From an optimization exercise on the open Yosys and OpenROAD flow, aimed at small area, a short achievable clock period and few clock cycles per item; shortcuts taken in it are not production practice.
Only simulation tests tie the RTL to the original design; equivalence was not proved.

==> flow/design.v (outline; a module is shown in full before it is edited, if it fits) <==
// module intake_corr: 156 lines
// module mul_gain: 797 lines
// module mul_sr: 1009 lines
// module mul_flat: 840 lines
// module csa_fa: 4 lines
// module csa_ha: 4 lines
// module csa_nha: 4 lines
module intake_corr (
    input  wire        clk,
    input  wire        rst,
    input  wire [15:0] cfg_gain_l,
    input  wire [15:0] cfg_gain_s,
    input  wire [15:0] cfg_ratio,
    input  wire [15:0] cfg_satlo,
    input  wire [3:0]  cfg_bw,
    input  wire [3:0]  cfg_os,
    input  wire [3:0]  cfg_gs,
    input  wire        in_valid,
    output wire        in_ready,
    input  wire [15:0] in_long,
    input  wire [15:0] in_short,
    input  wire [15:0] in_dark,
    input  wire [15:0] in_gain,
    output wire        out_valid,
    input  wire        out_ready,
    output wire [15:0] out_pix
);
  // ...
==> flow/flow/run.sh <==
#!/bin/bash
# The standard layout (standard.sh: the standard flow's synthesis and ORFS flow, unchanged
# settings), with ORFS's timing repair asked to keep 15.5 ns of setup slack at
# the design's 22 ns clock, so that it speeds up the slowest paths.
set -eo pipefail
bash standard.sh SETUP_SLACK_MARGIN=15.5 finish > standard.log 2>&1
==> flow/standard.sh <==
#!/bin/bash
# synth_recipe.tcl (not shown) runs the flow's synth.tcl, then flattens the netlist and writes it again
# the make line also repeats each setting of config.mk as NAME=value (left out here)
make -C /OpenROAD-flow-scripts/flow DESIGN_CONFIG=/design/flow/config.mk WORK_HOME=/design/flow/orfs CLKGATE_MAP_FILE= SYNTH_SCRIPT=/design/flow/synth_recipe.tcl "${@:-finish}"
==> flow/config.mk <==
export PLATFORM = sky130hd
export DESIGN_NAME = intake_corr
export DESIGN_NICKNAME = intake_corr
export VERILOG_FILES = /design/flow/design.v
export SDC_FILE = /design/flow/constraint.sdc
export NUM_CORES = 4
export LEC_CHECK = 0
export CAP_MARGIN = 20
export CORE_MARGIN = 2
export CORE_UTILIZATION = 55
export SLEW_MARGIN = 20
export SYNTH_HIERARCHICAL = 1
export SYNTH_MINIMUM_KEEP_SIZE = 0
==> flow/constraint.sdc <==
create_clock -name core_clock -period 22.0 [get_ports {clk}]
set_input_delay 4.4000 -clock core_clock [delete_from_list [all_inputs] [get_ports {clk}]]
set_output_delay 4.4000 -clock core_clock [all_outputs]
set_load 0.01 [all_outputs]
==> summary.txt, run 1 <==
multi-input combinational area share 0.678; worst-path fanout max 16; die width 305 um; met3 wire length 10,100 um; fin crit share 0.309; DRT Pass-1 Iters 6; Root Driver clkbuf_16; final setup violation count 0; most used cell, CP fa_2; Critical Path RT 22,370 ps; cells on worst reg2reg path 18; global route overflow 0; Well Taps 1,176; initial antenna violation count 4; Top Usage Layer GRT met2; r2r startpoint ma[5]$_DFF_P_; die area 93,200 sq um; status no timing/DRC/antenna violations; pre-CTS setup slack 14,650 ps; clock sink total 405; Syn-to-layout area delta 14.8%; Setup crit end acc[10]$_DFFE_PP_; routed vias 34,200; max capacitance violation total 0; GR met2 Demand/Resource 0.498; first-pass GRT wire length 222,000 um
Testbench counts, summed over its fixed seeds: cycles 65,612, items 64,000.
==> run 2, diff against run 1 <==
--- a/flow/design.v
+++ b/flow/design.v
@@ -862,99 +862,145 @@
     wire pg13 = g0[25] | (p0[25] & g0[24]);
     wire pp13 = p0[25] & p0[24];
     wire pg14 = g0[27] | (p0[27] & g0[26]);
     wire pp14 = p0[27] & p0[26];
     wire pg15 = g0[29] | (p0[29] & g0[28]);
     wire pp15 = p0[29] & p0[28];
     wire pg16 = g0[31] | (p0[31] & g0[30]);
     wire pp16 = p0[31] & p0[30];
-    wire pg17 = pg2 | (pp2 & pg1);
-    wire pp17 = pp2 & pp1;
-    wire pg18 = pg4 | (pp4 & pg3);
-    wire pp18 = pp4 & pp3;
-    wire pg19 = pg6 | (pp6 & pg5);
-    wire pp19 = pp6 & pp5;
-    wire pg20 = pg8 | (pp8 & pg7);
-    wire pp20 = pp8 & pp7;
-    wire pg21 = pg10 | (pp10 & pg9);
-    wire pp21 = pp10 & pp9;
-    wire pg22 = pg12 | (pp12 & pg11);
-    wire pp22 = pp12 & pp11;
-    wire pg23 = pg14 | (pp14 & pg13);
-    wire pp23 = pp14 & pp13;
-    wire pg24 = pg16 | (pp16 & pg15);
-    wire pp24 = pp16 & pp15;
-    wire pg25 = pg18 | (pp18 & pg17);
-    wire pp25 = pp18 & pp17;
-    wire pg26 = pg20 | (pp20 & pg19);
-    wire pp26 = pp20 & pp19;
-    wire pg27 = pg22 | (pp22 & pg21);
-    wire pp27 = pp22 & pp21;
-    wire pg28 = pg24 | (pp24 & pg23);
-    wire pp28 = pp24 & pp23;
-    wire pg29 = pg26 | (pp26 & pg25);
-    wire pp29 = pp26 & pp25;
-    wire pg30 = pg28 | (pp28 & pg27);
-    wire pp30 = pp28 & pp27;
-    wire pg31 = pg30 | (pp30 & pg29);
-    wire pp31 = pp30 & pp29;
-    wire pg32 = pg27 | (pp27 & pg29);
-    wire pp32 = pp27 & pp29;
-    wire pg33 = pg19 | (pp19 & pg25);
-    wire pp33 = pp19 & pp25;
-    wire pg34 = pg21 | (pp21 & pg29);
-    wire pp34 = pp21 & pp29;
-    wire pg35 = pg23 | (pp23 & pg32);
-    wire pp35 = pp23 & pp32;
-    wire pg36 = pg3 | (pp3 & pg17);
-    wire pp36 = pp3 & pp17;
-    wire pg37 = pg5 | (pp5 & pg25);
-    wire pp37 = pp5 & pp25;
-    wire pg38 = pg7 | (pp7 & pg33);
-    wire pp38 = pp7 & pp33;
-    wire pg39 = pg9 | (pp9 & pg29);
-    wire pp39 = pp9 & pp29;
-    wire pg40 = pg11 | (pp11 & pg34);
-    wire pp40 = pp11 & pp34;
-    wire pg41 = pg13 | (pp13 & pg32);
-    wire pp41 = pp13 & pp32;
-    wire pg42 = pg15 | (pp15 & pg35);
-    wire pp42 = pp15 & pp35;
-    wire pg43 = g0[2] | (p0[2] & pg1);
-    wire pp43 = p0[2] & pp1;
-    wire pg44 = g0[4] | (p0[4] & pg17);
-    wire pp44 = p0[4] & pp17;
-    wire pg45 = g0[6] | (p0[6] & pg36);
-    wire pp45 = p0[6] & pp36;
-    wire pg46 = g0[8] | (p0[8] & pg25);
-    wire pp46 = p0[8] & pp25;
-    wire pg47 = g0[10] | (p0[10] & pg37);
-    wire pp47 = p0[10] & pp37;
-    wire pg48 = g0[12] | (p0[12] & pg33);
-    wire pp48 = p0[12] & pp33;
-    wire pg49 = g0[14] | (p0[14] & pg38);
-    wire pp49 = p0[14] & pp38;
-    wire pg50 = g0[16] | (p0[16] & pg29);
-    wire pp50 = p0[16] & pp29;
-    wire pg51 = g0[18] | (p0[18] & pg39);
-    wire pp51 = p0[18] & pp39;
-    wire pg52 = g0[20] | (p0[20] & pg34);
-    wire pp52 = p0[20] & pp34;
-    wire pg53 = g0[22] | (p0[22] & pg40);
-    wire pp53 = p0[22] & pp40;
-    wire pg54 = g0[24] | (p0[24] & pg32);
-    wire pp54 = p0[24] & pp32;
-    wire pg55 = g0[26] | (p0[26] & pg41);
-    wire pp55 = p0[26] & pp41;
-    wire pg56 = g0[28] | (p0[28] & pg35);
-    wire pp56 = p0[28] & pp35;
-    wire pg57 = g0[30] | (p0[30] & pg42);
-    wire pp57 = p0[30] & pp42;
-    assign p = {p0[31] ^ pg57, p0[30] ^ pg42, p0[29] ^ pg56, p0[28] ^ pg35, p0[27] ^ pg55, p0[26] ^ pg41, p0[25] ^ pg54, p0[24] ^ pg32, p0[23] ^ pg53, p0[22] ^ pg40, p0[21] ^ pg52, p0[20] ^ pg34, p0[19] ^ pg51, p0[18] ^ pg39, p0[17] ^ pg50, p0[16] ^ pg29, p0[15] ^ pg49, p0[14] ^ pg38, p0[13] ^ pg48, p0[12] ^ pg33, p0[11] ^ pg47, p0[10] ^ pg37, p0[9] ^ pg46, p0[8] ^ pg25, p0[7] ^ pg45, p0[6] ^ pg36, p0[5] ^ pg44, p0[4] ^ pg17, p0[3] ^ pg43, p0[2] ^ pg1, p0[1] ^ g0[0], p0[0]};
+    wire pg17 = g0[2] | (p0[2] & pg1);
+    wire pp17 = p0[2] & pp1;
+    wire pg18 = pg2 | (pp2 & pg1);
+    wire pp18 = pp2 & pp1;
+    wire pg19 = g0[6] | (p0[6] & pg3);
+    wire pp19 = p0[6] & pp3;
+    wire pg20 = pg4 | (pp4 & pg3);
+    wire pp20 = pp4 & pp3;
+    wire pg21 = g0[10] | (p0[10] & pg5);
+    wire pp21 = p0[10] & pp5;
+    wire pg22 = pg6 | (pp6 & pg5);
+    wire pp22 = pp6 & pp5;
+    wire pg23 = g0[14] | (p0[14] & pg7);
+    wire pp23 = p0[14] & pp7;
+    wire pg24 = pg8 | (pp8 & pg7);
+    wire pp24 = pp8 & pp7;
+    wire pg25 = g0[18] | (p0[18] & pg9);
+    wire pp25 = p0[18] & pp9;
+    wire pg26 = pg10 | (pp10 & pg9);
+    wire pp26 = pp10 & pp9;
+    wire pg27 = g0[22] | (p0[22] & pg11);
+    wire pp27 = p0[22] & pp11;
+    wire pg28 = pg12 | (pp12 & pg11);
+    wire pp28 = pp12 & pp11;
+    wire pg29 = g0[26] | (p0[26] & pg13);
+    wire pp29 = p0[26] & pp13;
+    wire pg30 = pg14 | (pp14 & pg13);
+    wire pp30 = pp14 & pp13;
+    wire pg31 = g0[30] | (p0[30] & pg15);
+    wire pp31 = p0[30] & pp15;
+    wire pg32 = pg16 | (pp16 & pg15);
+    wire pp32 = pp16 & pp15;
+    wire pg33 = g0[4] | (p0[4] & pg18);
+    wire pp33 = p0[4] & pp18;
+    wire pg34 = pg3 | (pp3 & pg18);
+    wire pp34 = pp3 & pp18;
+    wire pg35 = pg19 | (pp19 & pg18);
+    wire pp35 = pp19 & pp18;
+    wire pg36 = pg20 | (pp20 & pg18);
+    wire pp36 = pp20 & pp18;
+    wire pg37 = g0[12] | (p0[12] & pg22);
+    wire pp37 = p0[12] & pp22;
+    wire pg38 = pg7 | (pp7 & pg22);
+    wire pp38 = pp7 & pp22;
+    wire pg39 = pg23 | (pp23 & pg22);
+    wire pp39 = pp23 & pp22;
+    wire pg40 = pg24 | (pp24 & pg22);
+    wire pp40 = pp24 & pp22;
+    wire pg41 = g0[20] | (p0[20] & pg26);
+    wire pp41 = p0[20] & pp26;
+    wire pg42 = pg11 | (pp11 & pg26);
+    wire pp42 = pp11 & pp26;
+    wire pg43 = pg27 | (pp27 & pg26);
+    wire pp43 = pp27 & pp26;
+    wire pg44 = pg28 | (pp28 & pg26);
+    wire pp44 = pp28 & pp26;
+    wire pg45 = g0[28] | (p0[28] & pg30);
+    wire pp45 = p0[28] & pp30;
+    wire pg46 = pg15 | (pp15 & pg30);
+    wire pp46 = pp15 & pp30;
+    wire pg47 = pg31 | (pp31 & pg30);
+    wire pp47 = pp31 & pp30;
+    wire pg48 = pg32 | (pp32 & pg30);
+    wire pp48 = pp32 & pp30;
+    wire pg49 = g0[8] | (p0[8] & pg36);
+    wire pp49 = p0[8] & pp36;
+    wire pg50 = pg5 | (pp5 & pg36);
+    wire pp50 = pp5 & pp36;
+    wire pg51 = pg21 | (pp21 & pg36);
+    wire pp51 = pp21 & pp36;
+    wire pg52 = pg22 | (pp22 & pg36);
+    wire pp52 = pp22 & pp36;
+    wire pg53 = pg37 | (pp37 & pg36);
+    wire pp53 = pp37 & pp36;
+    wire pg54 = pg38 | (pp38 & pg36);
+    wire pp54 = pp38 & pp36;
+    wire pg55 = pg39 | (pp39 & pg36);
+    wire pp55 = pp39 & pp36;
+    wire pg56 = pg40 | (pp40 & pg36);
+    wire pp56 = pp40 & pp36;
+    wire pg57 = g0[24] | (p0[24] & pg44);
+    wire pp57 = p0[24] & pp44;
+    wire pg58 = pg13 | (pp13 & pg44);
+    wire pp58 = pp13 & pp44;
+    wire pg59 = pg29 | (pp29 & pg44);
+    wire pp59 = pp29 & pp44;
+    wire pg60 = pg30 | (pp30 & pg44);
+    wire pp60 = pp30 & pp44;
+    wire pg61 = pg45 | (pp45 & pg44);
+    wire pp61 = pp45 & pp44;
+    wire pg62 = pg46 | (pp46 & pg44);
+    wire pp62 = pp46 & pp44;
+    wire pg63 = pg47 | (pp47 & pg44);
+    wire pp63 = pp47 & pp44;
+    wire pg64 = pg48 | (pp48 & pg44);
+    wire pp64 = pp48 & pp44;
+    wire pg65 = g0[16] | (p0[16] & pg56);
+    wire pp65 = p0[16] & pp56;
+    wire pg66 = pg9 | (pp9 & pg56);
+    wire pp66 = pp9 & pp56;
+    wire pg67 = pg25 | (pp25 & pg56);
+    wire pp67 = pp25 & pp56;
+    wire pg68 = pg26 | (pp26 & pg56);
+    wire pp68 = pp26 & pp56;
+    wire pg69 = pg41 | (pp41 & pg56);
+    wire pp69 = pp41 & pp56;
+    wire pg70 = pg42 | (pp42 & pg56);
+    wire pp70 = pp42 & pp56;
+    wire pg71 = pg43 | (pp43 & pg56);
+    wire pp71 = pp43 & pp56;
+    wire pg72 = pg44 | (pp44 & pg56);
+    wire pp72 = pp44 & pp56;
+    wire pg73 = pg57 | (pp57 & pg56);
+    wire pp73 = pp57 & pp56;
+    wire pg74 = pg58 | (pp58 & pg56);
+    wire pp74 = pp58 & pp56;
+    wire pg75 = pg59 | (pp59 & pg56);
+    wire pp75 = pp59 & pp56;
+    wire pg76 = pg60 | (pp60 & pg56);
+    wire pp76 = pp60 & pp56;
+    wire pg77 = pg61 | (pp61 & pg56);
+    wire pp77 = pp61 & pp56;
+    wire pg78 = pg62 | (pp62 & pg56);
+    wire pp78 = pp62 & pp56;
+    wire pg79 = pg63 | (pp63 & pg56);
+    wire pp79 = pp63 & pp56;
+    wire pg80 = pg64 | (pp64 & pg56);
+    wire pp80 = pp64 & pp56;
+    assign p = {p0[31] ^ pg79, p0[30] ^ pg78, p0[29] ^ pg77, p0[28] ^ pg76, p0[27] ^ pg75, p0[26] ^ pg74, p0[25] ^ pg73, p0[24] ^ pg72, p0[23] ^ pg71, p0[22] ^ pg70, p0[21] ^ pg69, p0[20] ^ pg68, p0[19] ^ pg67, p0[18] ^ pg66, p0[17] ^ pg65, p0[16] ^ pg56, p0[15] ^ pg55, p0[14] ^ pg54, p0[13] ^ pg53, p0[12] ^ pg52, p0[11] ^ pg51, p0[10] ^ pg50, p0[9] ^ pg49, p0[8] ^ pg36, p0[7] ^ pg35, p0[6] ^ pg34, p0[5] ^ pg33, p0[4] ^ pg18, p0[3] ^ pg17, p0[2] ^ pg1, p0[1] ^ g0[0], p0[0]};
 endmodule
 module mul_sr (input wire [17:0] a, input wire [15:0] b, input wire [15:0] d, input wire [33:0] c, output wire [33:0] p);
     wire t1 = (a[0] & b[0]);
     wire t2 = d[0];
     wire t3 = (a[0] & b[1]);
     wire t4 = (a[1] & b[0]);
     wire t5 = d[1];
     wire t6 = (a[0] & b[2]);
@@ -1867,103 +1913,149 @@
     wire pg14 = g0[27] | (p0[27] & g0[26]);
     wire pp14 = p0[27] & p0[26];
     wire pg15 = g0[29] | (p0[29] & g0[28]);
     wire pp15 = p0[29] & p0[28];
     wire pg16 = g0[31] | (p0[31] & g0[30]);
     wire pp16 = p0[31] & p0[30];
     wire pg17 = g0[33] | (p0[33] & g0[32]);
     wire pp17 = p0[33] & p0[32];
-    wire pg18 = pg2 | (pp2 & pg1);
-    wire pp18 = pp2 & pp1;
-    wire pg19 = pg4 | (pp4 & pg3);
-    wire pp19 = pp4 & pp3;
-    wire pg20 = pg6 | (pp6 & pg5);
-    wire pp20 = pp6 & pp5;
-    wire pg21 = pg8 | (pp8 & pg7);
-    wire pp21 = pp8 & pp7;
-    wire pg22 = pg10 | (pp10 & pg9);
-    wire pp22 = pp10 & pp9;
-    wire pg23 = pg12 | (pp12 & pg11);
-    wire pp23 = pp12 & pp11;
-    wire pg24 = pg14 | (pp14 & pg13);
-    wire pp24 = pp14 & pp13;
-    wire pg25 = pg16 | (pp16 & pg15);
-    wire pp25 = pp16 & pp15;
-    wire pg26 = pg19 | (pp19 & pg18);
-    wire pp26 = pp19 & pp18;
-    wire pg27 = pg21 | (pp21 & pg20);
-    wire pp27 = pp21 & pp20;
-    wire pg28 = pg23 | (pp23 & pg22);
-    wire pp28 = pp23 & pp22;
-    wire pg29 = pg25 | (pp25 & pg24);
-    wire pp29 = pp25 & pp24;
-    wire pg30 = pg27 | (pp27 & pg26);
-    wire pp30 = pp27 & pp26;
-    wire pg31 = pg29 | (pp29 & pg28);
-    wire pp31 = pp29 & pp28;
-    wire pg32 = pg31 | (pp31 & pg30);
-    wire pp32 = pp31 & pp30;
-    wire pg33 = pg28 | (pp28 & pg30);
-    wire pp33 = pp28 & pp30;
-    wire pg34 = pg20 | (pp20 & pg26);
-    wire pp34 = pp20 & pp26;
-    wire pg35 = pg22 | (pp22 & pg30);
-    wire pp35 = pp22 & pp30;
-    wire pg36 = pg24 | (pp24 & pg33);
-    wire pp36 = pp24 & pp33;
-    wire pg37 = pg3 | (pp3 & pg18);
-    wire pp37 = pp3 & pp18;
-    wire pg38 = pg5 | (pp5 & pg26);
-    wire pp38 = pp5 & pp26;
-    wire pg39 = pg7 | (pp7 & pg34);
-    wire pp39 = pp7 & pp34;
-    wire pg40 = pg9 | (pp9 & pg30);
-    wire pp40 = pp9 & pp30;
-    wire pg41 = pg11 | (pp11 & pg35);
-    wire pp41 = pp11 & pp35;
-    wire pg42 = pg13 | (pp13 & pg33);
-    wire pp42 = pp13 & pp33;
-    wire pg43 = pg15 | (pp15 & pg36);
-    wire pp43 = pp15 & pp36;
-    wire pg44 = pg17 | (pp17 & pg32);
-    wire pp44 = pp17 & pp32;
-    wire pg45 = g0[2] | (p0[2] & pg1);
-    wire pp45 = p0[2] & pp1;
-    wire pg46 = g0[4] | (p0[4] & pg18);
-    wire pp46 = p0[4] & pp18;
-    wire pg47 = g0[6] | (p0[6] & pg37);
-    wire pp47 = p0[6] & pp37;
-    wire pg48 = g0[8] | (p0[8] & pg26);
-    wire pp48 = p0[8] & pp26;
-    wire pg49 = g0[10] | (p0[10] & pg38);
-    wire pp49 = p0[10] & pp38;
-    wire pg50 = g0[12] | (p0[12] & pg34);
-    wire pp50 = p0[12] & pp34;
-    wire pg51 = g0[14] | (p0[14] & pg39);
-    wire pp51 = p0[14] & pp39;
-    wire pg52 = g0[16] | (p0[16] & pg30);
-    wire pp52 = p0[16] & pp30;
-    wire pg53 = g0[18] | (p0[18] & pg40);
-    wire pp53 = p0[18] & pp40;
-    wire pg54 = g0[20] | (p0[20] & pg35);
-    wire pp54 = p0[20] & pp35;
-    wire pg55 = g0[22] | (p0[22] & pg41);
-    wire pp55 = p0[22] & pp41;
-    wire pg56 = g0[24] | (p0[24] & pg33);
-    wire pp56 = p0[24] & pp33;
-    wire pg57 = g0[26] | (p0[26] & pg42);
-    wire pp57 = p0[26] & pp42;
-    wire pg58 = g0[28] | (p0[28] & pg36);
-    wire pp58 = p0[28] & pp36;
-    wire pg59 = g0[30] | (p0[30] & pg43);
-    wire pp59 = p0[30] & pp43;
-    wire pg60 = g0[32] | (p0[32] & pg32);
-    wire pp60 = p0[32] & pp32;
-    assign p = {p0[33] ^ pg60, p0[32] ^ pg32, p0[31] ^ pg59, p0[30] ^ pg43, p0[29] ^ pg58, p0[28] ^ pg36, p0[27] ^ pg57, p0[26] ^ pg42, p0[25] ^ pg56, p0[24] ^ pg33, p0[23] ^ pg55, p0[22] ^ pg41, p0[21] ^ pg54, p0[20] ^ pg35, p0[19] ^ pg53, p0[18] ^ pg40, p0[17] ^ pg52, p0[16] ^ pg30, p0[15] ^ pg51, p0[14] ^ pg39, p0[13] ^ pg50, p0[12] ^ pg34, p0[11] ^ pg49, p0[10] ^ pg38, p0[9] ^ pg48, p0[8] ^ pg26, p0[7] ^ pg47, p0[6] ^ pg37, p0[5] ^ pg46, p0[4] ^ pg18, p0[3] ^ pg45, p0[2] ^ pg1, p0[1] ^ g0[0], p0[0]};
+    wire pg18 = g0[2] | (p0[2] & pg1);
+    wire pp18 = p0[2] & pp1;
+    wire pg19 = pg2 | (pp2 & pg1);
+    wire pp19 = pp2 & pp1;
+    wire pg20 = g0[6] | (p0[6] & pg3);
+    wire pp20 = p0[6] & pp3;
+    wire pg21 = pg4 | (pp4 & pg3);
+    wire pp21 = pp4 & pp3;
+    wire pg22 = g0[10] | (p0[10] & pg5);
+    wire pp22 = p0[10] & pp5;
+    wire pg23 = pg6 | (pp6 & pg5);
+    wire pp23 = pp6 & pp5;
+    wire pg24 = g0[14] | (p0[14] & pg7);
+    wire pp24 = p0[14] & pp7;
+    wire pg25 = pg8 | (pp8 & pg7);
+    wire pp25 = pp8 & pp7;
+    wire pg26 = g0[18] | (p0[18] & pg9);
+    wire pp26 = p0[18] & pp9;
+    wire pg27 = pg10 | (pp10 & pg9);
+    wire pp27 = pp10 & pp9;
+    wire pg28 = g0[22] | (p0[22] & pg11);
+    wire pp28 = p0[22] & pp11;
+    wire pg29 = pg12 | (pp12 & pg11);
+    wire pp29 = pp12 & pp11;
+    wire pg30 = g0[26] | (p0[26] & pg13);
+    wire pp30 = p0[26] & pp13;
+    wire pg31 = pg14 | (pp14 & pg13);
+    wire pp31 = pp14 & pp13;
+    wire pg32 = g0[30] | (p0[30] & pg15);
+    wire pp32 = p0[30] & pp15;
+    wire pg33 = pg16 | (pp16 & pg15);
+    wire pp33 = pp16 & pp15;
+    wire pg34 = g0[4] | (p0[4] & pg19);
+    wire pp34 = p0[4] & pp19;
+    wire pg35 = pg3 | (pp3 & pg19);
+    wire pp35 = pp3 & pp19;
+    wire pg36 = pg20 | (pp20 & pg19);
+    wire pp36 = pp20 & pp19;
+    wire pg37 = pg21 | (pp21 & pg19);
+    wire pp37 = pp21 & pp19;
+    wire pg38 = g0[12] | (p0[12] & pg23);
+    wire pp38 = p0[12] & pp23;
+    wire pg39 = pg7 | (pp7 & pg23);
+    wire pp39 = pp7 & pp23;
+    wire pg40 = pg24 | (pp24 & pg23);
+    wire pp40 = pp24 & pp23;
+    wire pg41 = pg25 | (pp25 & pg23);
+    wire pp41 = pp25 & pp23;
+    wire pg42 = g0[20] | (p0[20] & pg27);
+    wire pp42 = p0[20] & pp27;
+    wire pg43 = pg11 | (pp11 & pg27);
+    wire pp43 = pp11 & pp27;
+    wire pg44 = pg28 | (pp28 & pg27);
+    wire pp44 = pp28 & pp27;
+    wire pg45 = pg29 | (pp29 & pg27);
+    wire pp45 = pp29 & pp27;
+    wire pg46 = g0[28] | (p0[28] & pg31);
+    wire pp46 = p0[28] & pp31;
+    wire pg47 = pg15 | (pp15 & pg31);
+    wire pp47 = pp15 & pp31;
+    wire pg48 = pg32 | (pp32 & pg31);
+    wire pp48 = pp32 & pp31;
+    wire pg49 = pg33 | (pp33 & pg31);
+    wire pp49 = pp33 & pp31;
+    wire pg50 = g0[8] | (p0[8] & pg37);
+    wire pp50 = p0[8] & pp37;
+    wire pg51 = pg5 | (pp5 & pg37);
+    wire pp51 = pp5 & pp37;
+    wire pg52 = pg22 | (pp22 & pg37);
+    wire pp52 = pp22 & pp37;
+    wire pg53 = pg23 | (pp23 & pg37);
+    wire pp53 = pp23 & pp37;
+    wire pg54 = pg38 | (pp38 & pg37);
+    wire pp54 = pp38 & pp37;
+    wire pg55 = pg39 | (pp39 & pg37);
+    wire pp55 = pp39 & pp37;
+    wire pg56 = pg40 | (pp40 & pg37);
+    wire pp56 = pp40 & pp37;
+    wire pg57 = pg41 | (pp41 & pg37);
+    wire pp57 = pp41 & pp37;
+    wire pg58 = g0[24] | (p0[24] & pg45);
+    wire pp58 = p0[24] & pp45;
+    wire pg59 = pg13 | (pp13 & pg45);
+    wire pp59 = pp13 & pp45;
+    wire pg60 = pg30 | (pp30 & pg45);
+    wire pp60 = pp30 & pp45;
+    wire pg61 = pg31 | (pp31 & pg45);
+    wire pp61 = pp31 & pp45;
+    wire pg62 = pg46 | (pp46 & pg45);
+    wire pp62 = pp46 & pp45;
+    wire pg63 = pg47 | (pp47 & pg45);
+    wire pp63 = pp47 & pp45;
+    wire pg64 = pg48 | (pp48 & pg45);
+    wire pp64 = pp48 & pp45;
+    wire pg65 = pg49 | (pp49 & pg45);
+    wire pp65 = pp49 & pp45;
+    wire pg66 = g0[16] | (p0[16] & pg57);
+    wire pp66 = p0[16] & pp57;
+    wire pg67 = pg9 | (pp9 & pg57);
+    wire pp67 = pp9 & pp57;
+    wire pg68 = pg26 | (pp26 & pg57);
+    wire pp68 = pp26 & pp57;
+    wire pg69 = pg27 | (pp27 & pg57);
+    wire pp69 = pp27 & pp57;
+    wire pg70 = pg42 | (pp42 & pg57);
+    wire pp70 = pp42 & pp57;
+    wire pg71 = pg43 | (pp43 & pg57);
+    wire pp71 = pp43 & pp57;
+    wire pg72 = pg44 | (pp44 & pg57);
+    wire pp72 = pp44 & pp57;
+    wire pg73 = pg45 | (pp45 & pg57);
+    wire pp73 = pp45 & pp57;
+    wire pg74 = pg58 | (pp58 & pg57);
+    wire pp74 = pp58 & pp57;
+    wire pg75 = pg59 | (pp59 & pg57);
+    wire pp75 = pp59 & pp57;
+    wire pg76 = pg60 | (pp60 & pg57);
+    wire pp76 = pp60 & pp57;
+    wire pg77 = pg61 | (pp61 & pg57);
+    wire pp77 = pp61 & pp57;
+    wire pg78 = pg62 | (pp62 & pg57);
+    wire pp78 = pp62 & pp57;
+    wire pg79 = pg63 | (pp63 & pg57);
+    wire pp79 = pp63 & pp57;
+    wire pg80 = pg64 | (pp64 & pg57);
+    wire pp80 = pp64 & pp57;
+    wire pg81 = pg65 | (pp65 & pg57);
+    wire pp81 = pp65 & pp57;
+    wire pg82 = g0[32] | (p0[32] & pg81);
+    wire pp82 = p0[32] & pp81;
+    wire pg83 = pg17 | (pp17 & pg81);
+    wire pp83 = pp17 & pp81;
+    assign p = {p0[33] ^ pg82, p0[32] ^ pg81, p0[31] ^ pg80, p0[30] ^ pg79, p0[29] ^ pg78, p0[28] ^ pg77, p0[27] ^ pg76, p0[26] ^ pg75, p0[25] ^ pg74, p0[24] ^ pg73, p0[23] ^ pg72, p0[22] ^ pg71, p0[21] ^ pg70, p0[20] ^ pg69, p0[19] ^ pg68, p0[18] ^ pg67, p0[17] ^ pg66, p0[16] ^ pg57, p0[15] ^ pg56, p0[14] ^ pg55, p0[13] ^ pg54, p0[12] ^ pg53, p0[11] ^ pg52, p0[10] ^ pg51, p0[9] ^ pg50, p0[8] ^ pg37, p0[7] ^ pg36, p0[6] ^ pg35, p0[5] ^ pg34, p0[4] ^ pg19, p0[3] ^ pg18, p0[2] ^ pg1, p0[1] ^ g0[0], p0[0]};
 endmodule
 module mul_flat (input wire [15:0] a, input wire [15:0] b, input wire [14:0] c, output wire [31:0] p);
     wire t1 = (a[0] & b[0]);
     wire t2 = c[0];
     wire t3 = (a[0] & b[1]);
     wire t4 = (a[1] & b[0]);
     wire t5 = c[1];
     wire t6 = (a[0] & b[2]);
@@ -2711,99 +2803,145 @@
     wire pg13 = g0[25] | (p0[25] & g0[24]);
     wire pp13 = p0[25] & p0[24];
     wire pg14 = g0[27] | (p0[27] & g0[26]);
     wire pp14 = p0[27] & p0[26];
     wire pg15 = g0[29] | (p0[29] & g0[28]);
     wire pp15 = p0[29] & p0[28];
     wire pg16 = g0[31] | (p0[31] & g0[30]);
     wire pp16 = p0[31] & p0[30];
-    wire pg17 = pg2 | (pp2 & pg1);
-    wire pp17 = pp2 & pp1;
-    wire pg18 = pg4 | (pp4 & pg3);
-    wire pp18 = pp4 & pp3;
-    wire pg19 = pg6 | (pp6 & pg5);
-    wire pp19 = pp6 & pp5;
-    wire pg20 = pg8 | (pp8 & pg7);
-    wire pp20 = pp8 & pp7;
-    wire pg21 = pg10 | (pp10 & pg9);
-    wire pp21 = pp10 & pp9;
-    wire pg22 = pg12 | (pp12 & pg11);
-    wire pp22 = pp12 & pp11;
-    wire pg23 = pg14 | (pp14 & pg13);
-    wire pp23 = pp14 & pp13;
-    wire pg24 = pg16 | (pp16 & pg15);
-    wire pp24 = pp16 & pp15;
-    wire pg25 = pg18 | (pp18 & pg17);
-    wire pp25 = pp18 & pp17;
-    wire pg26 = pg20 | (pp20 & pg19);
-    wire pp26 = pp20 & pp19;
-    wire pg27 = pg22 | (pp22 & pg21);
-    wire pp27 = pp22 & pp21;
-    wire pg28 = pg24 | (pp24 & pg23);
-    wire pp28 = pp24 & pp23;
-    wire pg29 = pg26 | (pp26 & pg25);
-    wire pp29 = pp26 & pp25;
-    wire pg30 = pg28 | (pp28 & pg27);
-    wire pp30 = pp28 & pp27;
-    wire pg31 = pg30 | (pp30 & pg29);
-    wire pp31 = pp30 & pp29;
-    wire pg32 = pg27 | (pp27 & pg29);
-    wire pp32 = pp27 & pp29;
-    wire pg33 = pg19 | (pp19 & pg25);
-    wire pp33 = pp19 & pp25;
-    wire pg34 = pg21 | (pp21 & pg29);
-    wire pp34 = pp21 & pp29;
-    wire pg35 = pg23 | (pp23 & pg32);
-    wire pp35 = pp23 & pp32;
-    wire pg36 = pg3 | (pp3 & pg17);
-    wire pp36 = pp3 & pp17;
-    wire pg37 = pg5 | (pp5 & pg25);
-    wire pp37 = pp5 & pp25;
-    wire pg38 = pg7 | (pp7 & pg33);
-    wire pp38 = pp7 & pp33;
-    wire pg39 = pg9 | (pp9 & pg29);
-    wire pp39 = pp9 & pp29;
-    wire pg40 = pg11 | (pp11 & pg34);
-    wire pp40 = pp11 & pp34;
-    wire pg41 = pg13 | (pp13 & pg32);
-    wire pp41 = pp13 & pp32;
-    wire pg42 = pg15 | (pp15 & pg35);
-    wire pp42 = pp15 & pp35;
-    wire pg43 = g0[2] | (p0[2] & pg1);
-    wire pp43 = p0[2] & pp1;
-    wire pg44 = g0[4] | (p0[4] & pg17);
-    wire pp44 = p0[4] & pp17;
-    wire pg45 = g0[6] | (p0[6] & pg36);
-    wire pp45 = p0[6] & pp36;
-    wire pg46 = g0[8] | (p0[8] & pg25);
-    wire pp46 = p0[8] & pp25;
-    wire pg47 = g0[10] | (p0[10] & pg37);
-    wire pp47 = p0[10] & pp37;
-    wire pg48 = g0[12] | (p0[12] & pg33);
-    wire pp48 = p0[12] & pp33;
-    wire pg49 = g0[14] | (p0[14] & pg38);
-    wire pp49 = p0[14] & pp38;
-    wire pg50 = g0[16] | (p0[16] & pg29);
-    wire pp50 = p0[16] & pp29;
-    wire pg51 = g0[18] | (p0[18] & pg39);
-    wire pp51 = p0[18] & pp39;
-    wire pg52 = g0[20] | (p0[20] & pg34);
-    wire pp52 = p0[20] & pp34;
-    wire pg53 = g0[22] | (p0[22] & pg40);
-    wire pp53 = p0[22] & pp40;
-    wire pg54 = g0[24] | (p0[24] & pg32);
-    wire pp54 = p0[24] & pp32;
-    wire pg55 = g0[26] | (p0[26] & pg41);
-    wire pp55 = p0[26] & pp41;
-    wire pg56 = g0[28] | (p0[28] & pg35);
-    wire pp56 = p0[28] & pp35;
-    wire pg57 = g0[30] | (p0[30] & pg42);
-    wire pp57 = p0[30] & pp42;
-    assign p = {p0[31] ^ pg57, p0[30] ^ pg42, p0[29] ^ pg56, p0[28] ^ pg35, p0[27] ^ pg55, p0[26] ^ pg41, p0[25] ^ pg54, p0[24] ^ pg32, p0[23] ^ pg53, p0[22] ^ pg40, p0[21] ^ pg52, p0[20] ^ pg34, p0[19] ^ pg51, p0[18] ^ pg39, p0[17] ^ pg50, p0[16] ^ pg29, p0[15] ^ pg49, p0[14] ^ pg38, p0[13] ^ pg48, p0[12] ^ pg33, p0[11] ^ pg47, p0[10] ^ pg37, p0[9] ^ pg46, p0[8] ^ pg25, p0[7] ^ pg45, p0[6] ^ pg36, p0[5] ^ pg44, p0[4] ^ pg17, p0[3] ^ pg43, p0[2] ^ pg1, p0[1] ^ g0[0], p0[0]};
+    wire pg17 = g0[2] | (p0[2] & pg1);
+    wire pp17 = p0[2] & pp1;
+    wire pg18 = pg2 | (pp2 & pg1);
+    wire pp18 = pp2 & pp1;
+    wire pg19 = g0[6] | (p0[6] & pg3);
+    wire pp19 = p0[6] & pp3;
+    wire pg20 = pg4 | (pp4 & pg3);
+    wire pp20 = pp4 & pp3;
+    wire pg21 = g0[10] | (p0[10] & pg5);
+    wire pp21 = p0[10] & pp5;
+    wire pg22 = pg6 | (pp6 & pg5);
+    wire pp22 = pp6 & pp5;
+    wire pg23 = g0[14] | (p0[14] & pg7);
+    wire pp23 = p0[14] & pp7;
+    wire pg24 = pg8 | (pp8 & pg7);
+    wire pp24 = pp8 & pp7;
+    wire pg25 = g0[18] | (p0[18] & pg9);
+    wire pp25 = p0[18] & pp9;
+    wire pg26 = pg10 | (pp10 & pg9);
+    wire pp26 = pp10 & pp9;
+    wire pg27 = g0[22] | (p0[22] & pg11);
+    wire pp27 = p0[22] & pp11;
+    wire pg28 = pg12 | (pp12 & pg11);
+    wire pp28 = pp12 & pp11;
+    wire pg29 = g0[26] | (p0[26] & pg13);
+    wire pp29 = p0[26] & pp13;
+    wire pg30 = pg14 | (pp14 & pg13);
+    wire pp30 = pp14 & pp13;
+    wire pg31 = g0[30] | (p0[30] & pg15);
+    wire pp31 = p0[30] & pp15;
+    wire pg32 = pg16 | (pp16 & pg15);
+    wire pp32 = pp16 & pp15;
+    wire pg33 = g0[4] | (p0[4] & pg18);
+    wire pp33 = p0[4] & pp18;
+    wire pg34 = pg3 | (pp3 & pg18);
+    wire pp34 = pp3 & pp18;
+    wire pg35 = pg19 | (pp19 & pg18);
+    wire pp35 = pp19 & pp18;
+    wire pg36 = pg20 | (pp20 & pg18);
+    wire pp36 = pp20 & pp18;
+    wire pg37 = g0[12] | (p0[12] & pg22);
+    wire pp37 = p0[12] & pp22;
+    wire pg38 = pg7 | (pp7 & pg22);
+    wire pp38 = pp7 & pp22;
+    wire pg39 = pg23 | (pp23 & pg22);
+    wire pp39 = pp23 & pp22;
+    wire pg40 = pg24 | (pp24 & pg22);
+    wire pp40 = pp24 & pp22;
+    wire pg41 = g0[20] | (p0[20] & pg26);
+    wire pp41 = p0[20] & pp26;
+    wire pg42 = pg11 | (pp11 & pg26);
+    wire pp42 = pp11 & pp26;
+    wire pg43 = pg27 | (pp27 & pg26);
+    wire pp43 = pp27 & pp26;
+    wire pg44 = pg28 | (pp28 & pg26);
+    wire pp44 = pp28 & pp26;
+    wire pg45 = g0[28] | (p0[28] & pg30);
+    wire pp45 = p0[28] & pp30;
+    wire pg46 = pg15 | (pp15 & pg30);
+    wire pp46 = pp15 & pp30;
+    wire pg47 = pg31 | (pp31 & pg30);
+    wire pp47 = pp31 & pp30;
+    wire pg48 = pg32 | (pp32 & pg30);
+    wire pp48 = pp32 & pp30;
+    wire pg49 = g0[8] | (p0[8] & pg36);
+    wire pp49 = p0[8] & pp36;
+    wire pg50 = pg5 | (pp5 & pg36);
+    wire pp50 = pp5 & pp36;
+    wire pg51 = pg21 | (pp21 & pg36);
+    wire pp51 = pp21 & pp36;
+    wire pg52 = pg22 | (pp22 & pg36);
+    wire pp52 = pp22 & pp36;
+    wire pg53 = pg37 | (pp37 & pg36);
+    wire pp53 = pp37 & pp36;
+    wire pg54 = pg38 | (pp38 & pg36);
+    wire pp54 = pp38 & pp36;
+    wire pg55 = pg39 | (pp39 & pg36);
+    wire pp55 = pp39 & pp36;
+    wire pg56 = pg40 | (pp40 & pg36);
+    wire pp56 = pp40 & pp36;
+    wire pg57 = g0[24] | (p0[24] & pg44);
+    wire pp57 = p0[24] & pp44;
+    wire pg58 = pg13 | (pp13 & pg44);
+    wire pp58 = pp13 & pp44;
+    wire pg59 = pg29 | (pp29 & pg44);
+    wire pp59 = pp29 & pp44;
+    wire pg60 = pg30 | (pp30 & pg44);
+    wire pp60 = pp30 & pp44;
+    wire pg61 = pg45 | (pp45 & pg44);
+    wire pp61 = pp45 & pp44;
+    wire pg62 = pg46 | (pp46 & pg44);
+    wire pp62 = pp46 & pp44;
+    wire pg63 = pg47 | (pp47 & pg44);
+    wire pp63 = pp47 & pp44;
+    wire pg64 = pg48 | (pp48 & pg44);
+    wire pp64 = pp48 & pp44;
+    wire pg65 = g0[16] | (p0[16] & pg56);
+    wire pp65 = p0[16] & pp56;
+    wire pg66 = pg9 | (pp9 & pg56);
+    wire pp66 = pp9 & pp56;
+    wire pg67 = pg25 | (pp25 & pg56);
+    wire pp67 = pp25 & pp56;
+    wire pg68 = pg26 | (pp26 & pg56);
+    wire pp68 = pp26 & pp56;
+    wire pg69 = pg41 | (pp41 & pg56);
+    wire pp69 = pp41 & pp56;
+    wire pg70 = pg42 | (pp42 & pg56);
+    wire pp70 = pp42 & pp56;
+    wire pg71 = pg43 | (pp43 & pg56);
+    wire pp71 = pp43 & pp56;
+    wire pg72 = pg44 | (pp44 & pg56);
+    wire pp72 = pp44 & pp56;
+    wire pg73 = pg57 | (pp57 & pg56);
+    wire pp73 = pp57 & pp56;
+    wire pg74 = pg58 | (pp58 & pg56);
+    wire pp74 = pp58 & pp56;
+    wire pg75 = pg59 | (pp59 & pg56);
+    wire pp75 = pp59 & pp56;
+    wire pg76 = pg60 | (pp60 & pg56);
+    wire pp76 = pp60 & pp56;
+    wire pg77 = pg61 | (pp61 & pg56);
+    wire pp77 = pp61 & pp56;
+    wire pg78 = pg62 | (pp62 & pg56);
+    wire pp78 = pp62 & pp56;
+    wire pg79 = pg63 | (pp63 & pg56);
+    wire pp79 = pp63 & pp56;
+    wire pg80 = pg64 | (pp64 & pg56);
+    wire pp80 = pp64 & pp56;
+    assign p = {p0[31] ^ pg79, p0[30] ^ pg78, p0[29] ^ pg77, p0[28] ^ pg76, p0[27] ^ pg75, p0[26] ^ pg74, p0[25] ^ pg73, p0[24] ^ pg72, p0[23] ^ pg71, p0[22] ^ pg70, p0[21] ^ pg69, p0[20] ^ pg68, p0[19] ^ pg67, p0[18] ^ pg66, p0[17] ^ pg65, p0[16] ^ pg56, p0[15] ^ pg55, p0[14] ^ pg54, p0[13] ^ pg53, p0[12] ^ pg52, p0[11] ^ pg51, p0[10] ^ pg50, p0[9] ^ pg49, p0[8] ^ pg36, p0[7] ^ pg35, p0[6] ^ pg34, p0[5] ^ pg33, p0[4] ^ pg18, p0[3] ^ pg17, p0[2] ^ pg1, p0[1] ^ g0[0], p0[0]};
 endmodule
 module csa_fa (input wire a, input wire b, input wire c, output wire s, output wire co);
     assign s  = a ^ b ^ c;
     assign co = (a & b) | (a & c) | (b & c);
 endmodule
 module csa_ha (input wire a, input wire b, output wire s, output wire co);
     assign s  = a ^ b;
     assign co = a & b;
==> flow/flow/run.sh (replaced) <==
#!/bin/bash
# The standard layout (standard.sh: the standard flow's synthesis and ORFS flow, unchanged
# settings), with ORFS's timing repair asked to keep 15 ns of setup slack at
# the design's 22 ns clock, so that it speeds up the slowest paths.
set -eo pipefail
bash standard.sh SETUP_SLACK_MARGIN=15 finish > standard.log 2>&1
==> run 2 against run 1 <==
Against the previous run:
- via count decreased by 1.0%
- critical path depth is 2 higher
- still clean
- critical path type unchanged
- critical endpoint is now acc[33]$_DFFE_PP_
- worst hold slack got worse by 0.95 ps
- clock-buffer cell count down 5
- sequential cell count stayed put
- sequential share of layout area rose by 0.60 points
- global-route usage down 0.70 points
- final area decreased by 3.4%
==> summary.txt, run 2 <==
status no timing/DRC/antenna violations (unchanged); H-tree depth 2 (unchanged); CP max stage delay 610 ps (about the same); type of origin of the critical path flop (unchanged); setup skew after layout 17.3 ps (was 30.4 ps); Critical Path RT 22,400 ps (was 22,370 ps); CTS tree done (unchanged); RSZ-0062 raised after global routing yes (unchanged); met3 wire length 9260 um (was 10,100 um); clock sink total 405 (unchanged); placed cell areas 52,200 sq um (was 52,600 sq um); worst-path fanout max 5 (was 16); initial antenna violation count 3 (was 4); routed vias 33,800 (was 34,200); met1 WL 60,700 um (was 60,500 um); register name with the most flops acc (unchanged); row cnt 110 (unchanged); Starting Density 0.554 (was 0.555); Worst Path Arrival 7430 ps (was 7170 ps); Hold-fix buffers, CTS 0 (unchanged); largest net degree at the start of global routing 78 (was 81); die area 92,800 sq um (was 93,200 sq um); layout cells sized above 1 0.0978 (was 0.162); final setup violation count 0 (unchanged); number of flip-flops in the largest register 34 (unchanged); CTS Buf Count 49 (unchanged); Root Driver clkbuf_16 (unchanged); Clk Latency, worst-skew pair 660 ps (was 670 ps); worst path cell trace and2_4 > fa_1 > fa_2 > fa_2 > fa_2 > fa_1 > fa_1 > fa_1 > ha_4 > a211o_1 > o211ai_1 > a21oi_2 > nor3_2 > o211ai_4 > a2111o_1 > a21oi_2 > o21ba_4 > fa_2 > xnor2_1 > mux2_2 (was buf_8 > and2_1 > fa_1 > fa_2 > fa_2 > fa_2 > fa_1 > fa_2 > fa_1 > ha_4 > nand2_4 > o41ai_4 > buf_4 > a21boi_2 > o21bai_1 > fa_2 > mux2i_1 > o21ai_0); most frequent cells in the layout and2_1 (1,048), fa_1 (865), edfxtp_1 (292), ha_1 (228), nor2_1 (181) (was and2_1 (1,022), fa_1 (825), edfxtp_1 (292), ha_1 (212), nand2_1 (179)); critical path endpoint category flop (unchanged); Tightest Pin Transition 992 ps (was 1120 ps); fin crit share 0.320 (was 0.309); DRT Pass-1 Iters 5 (was 6); port buffer count 161 (unchanged); CP Class flop to flop (unchanged); Max stage delay cell, worst path fa_1 (was fa_2); Bufs and invs on worst path 0 (was 2); DRT Wirelength 138,000 um (was 142,000 um); Yosys warnings 7 (unchanged); initial drt markers 2,576 (was 2,578); HPWL after detailed placement 102,000 um (was 103,000 um); fmax 142 MHz (was 147 MHz); Crit path max-delay family adder cells (unchanged); RePlAce Congestion 0.936 (was 0.998); Syn-to-layout area delta 11.4% (was 14.8%); max capacitance violation total 0 (unchanged); first-pass GRT wire length 218,000 um (was 222,000 um); most common cell after layout, fill and taps aside and2_1 (unchanged); All-Layer GR Usage 0.306 (was 0.313); WL/cell 23.9 um (was 24.5 um); Hold Crit Class flop to flop (unchanged); crit path time final 7030 ps (was 6790 ps); Max Used Layer met5 (unchanged); remaining antenna violation count 0 (unchanged); syn_area_per_cell 11.2 sq um (was 11.5 sq um); finished layout cell area 55,400 sq um (was 57,300 sq um); Top Registers acc: 34 flops, ma: 18 flops (unchanged); Residual DRC 0 (unchanged); Die Y 305 um (about the same); WL met2 65,000 um (was 66,100 um); Longest Clk Path Bufs 3 (unchanged); core area 89,700 sq um (was 90,000 sq um); Slew Limit Fails 0 (unchanged); final hold vios 0 (unchanged); die width 305 um (about the same); vias per cell 5.85 (was 5.90); CTS clock-pin slew for the worst setup and hold paths 60 ps (about the same); global route overflow 0 (unchanged); Worst slew margin 0.339 (was 0.252); # IOs 162 (unchanged); Syn Inst Count 4,448 (was 4,357); vias in the first global route 36,500 (was 37,000); nets@finish 5,836 (was 5,891); post-synthesis instance area 49,700 sq um (was 49,900 sq um); setup_tns 0 ps (unchanged)
==> run 2: worst paths after layout <==
kind / end / cells after the start / startpoint / slack [ps]
worst min-delay path: g2[15]$_DFFE_PP_ / 0 / g1[15]$_DFFE_PP_ / 410
worst min register to register: g2[15]$_DFFE_PP_ / 0 / g1[15]$_DFFE_PP_ / 410
worst max-delay path: acc[33]$_DFFE_PP_ / 20 / mb[15]$_DFFE_PP_ / 14970
worst max register to register: acc[33]$_DFFE_PP_ / 20 / mb[15]$_DFFE_PP_ / 14970
==> run 2: what timing repair did <==
| item | 4_1_cts | 5_1_grt |
|---|---|---|
| setup endpoints to repair | 51 | 84 |
| cloned | 2 | 1 |
| buffers inserted | 58 | 23 |
| resized for setup | 45 | 130 |
| pin swaps | 8 | 43 |
| endpoints found under the hold margin | 0 | 0 |
==> run 2: layout make-up <==
| cell class | count | area (sq um) |
|---|---|---|
| clock buffers | 56 | 1320 |
| multi-input cells | 3700 | 37900 |
| flip-flops and latches | 405 | 11100 |
| clock inverters | 35 | 424 |
| well taps | 1176 | 1470 |
| repair buffers | 283 | 2720 |
| diodes | 1 | 2.50 |
| inverters | 121 | 454 |
| fillers | 7420 | 34400 |
==> run 2: metrics by stage <==
| step | util | hold slack, ps | setup slack [ps] | instances |
|---|---|---|---|---|
| floorplan | - | 400 | 15060 | 4449 |
| global placement | 0.582 | 400 | 14480 | 5600 |
| detailed placement | 0.582 | 405 | 14510 | 5601 |
| CTS | 0.609 | 415 | 14990 | 5752 |
| global route | 0.617 | 419 | 14770 | 5776 |
| finish | 0.617 | 413 | 14970 | 5777 |
==> run 2: routing by layer <==
metal	track usage	vias up
met3	0.0514	193
met4	0.0702	4
met5	0	-
met1	0.436	17400
li1	-	15100
met2	0.494	1106
Testbench counts of run 2, summed over its fixed seeds: cycles 65,612, items 64,000.

-- re-timing with driven ports --
The results above use ideal ports. As a check the final layouts listed here were re-extracted and re-timed, cells and wires unchanged.
Step 1 (the two cells are an assumption about what drives the block):
set clk [get_ports {clk}]
set_driving_cell -lib_cell sky130_fd_sc_hd__clkbuf_16 $clk
set_driving_cell -lib_cell sky130_fd_sc_hd__buf_2 [delete_from_list [all_inputs] $clk]
Step 2 times the ports against the registers' clock, not the clock port: input delays grow and output delays shrink by t, the midpoint of the rising clock arrivals with the driver on.
a / b / c = no drivers / after step 1 / after step 2; a / b = the first two.
run	t (ns)	slack for setup (ns)	worst setup path after step 2	slew at the worst register clock pin (ns)	worst data-port slew with drivers (ns)
run 1	0.734	15.206 / 15.206 / 15.206	register to register	0.07 / 0.07	0.13
run 2	0.729	14.968 / 14.968 / 14.968	register to register	0.07 / 0.07	0.13
After both steps setup and hold are still met in every run listed.
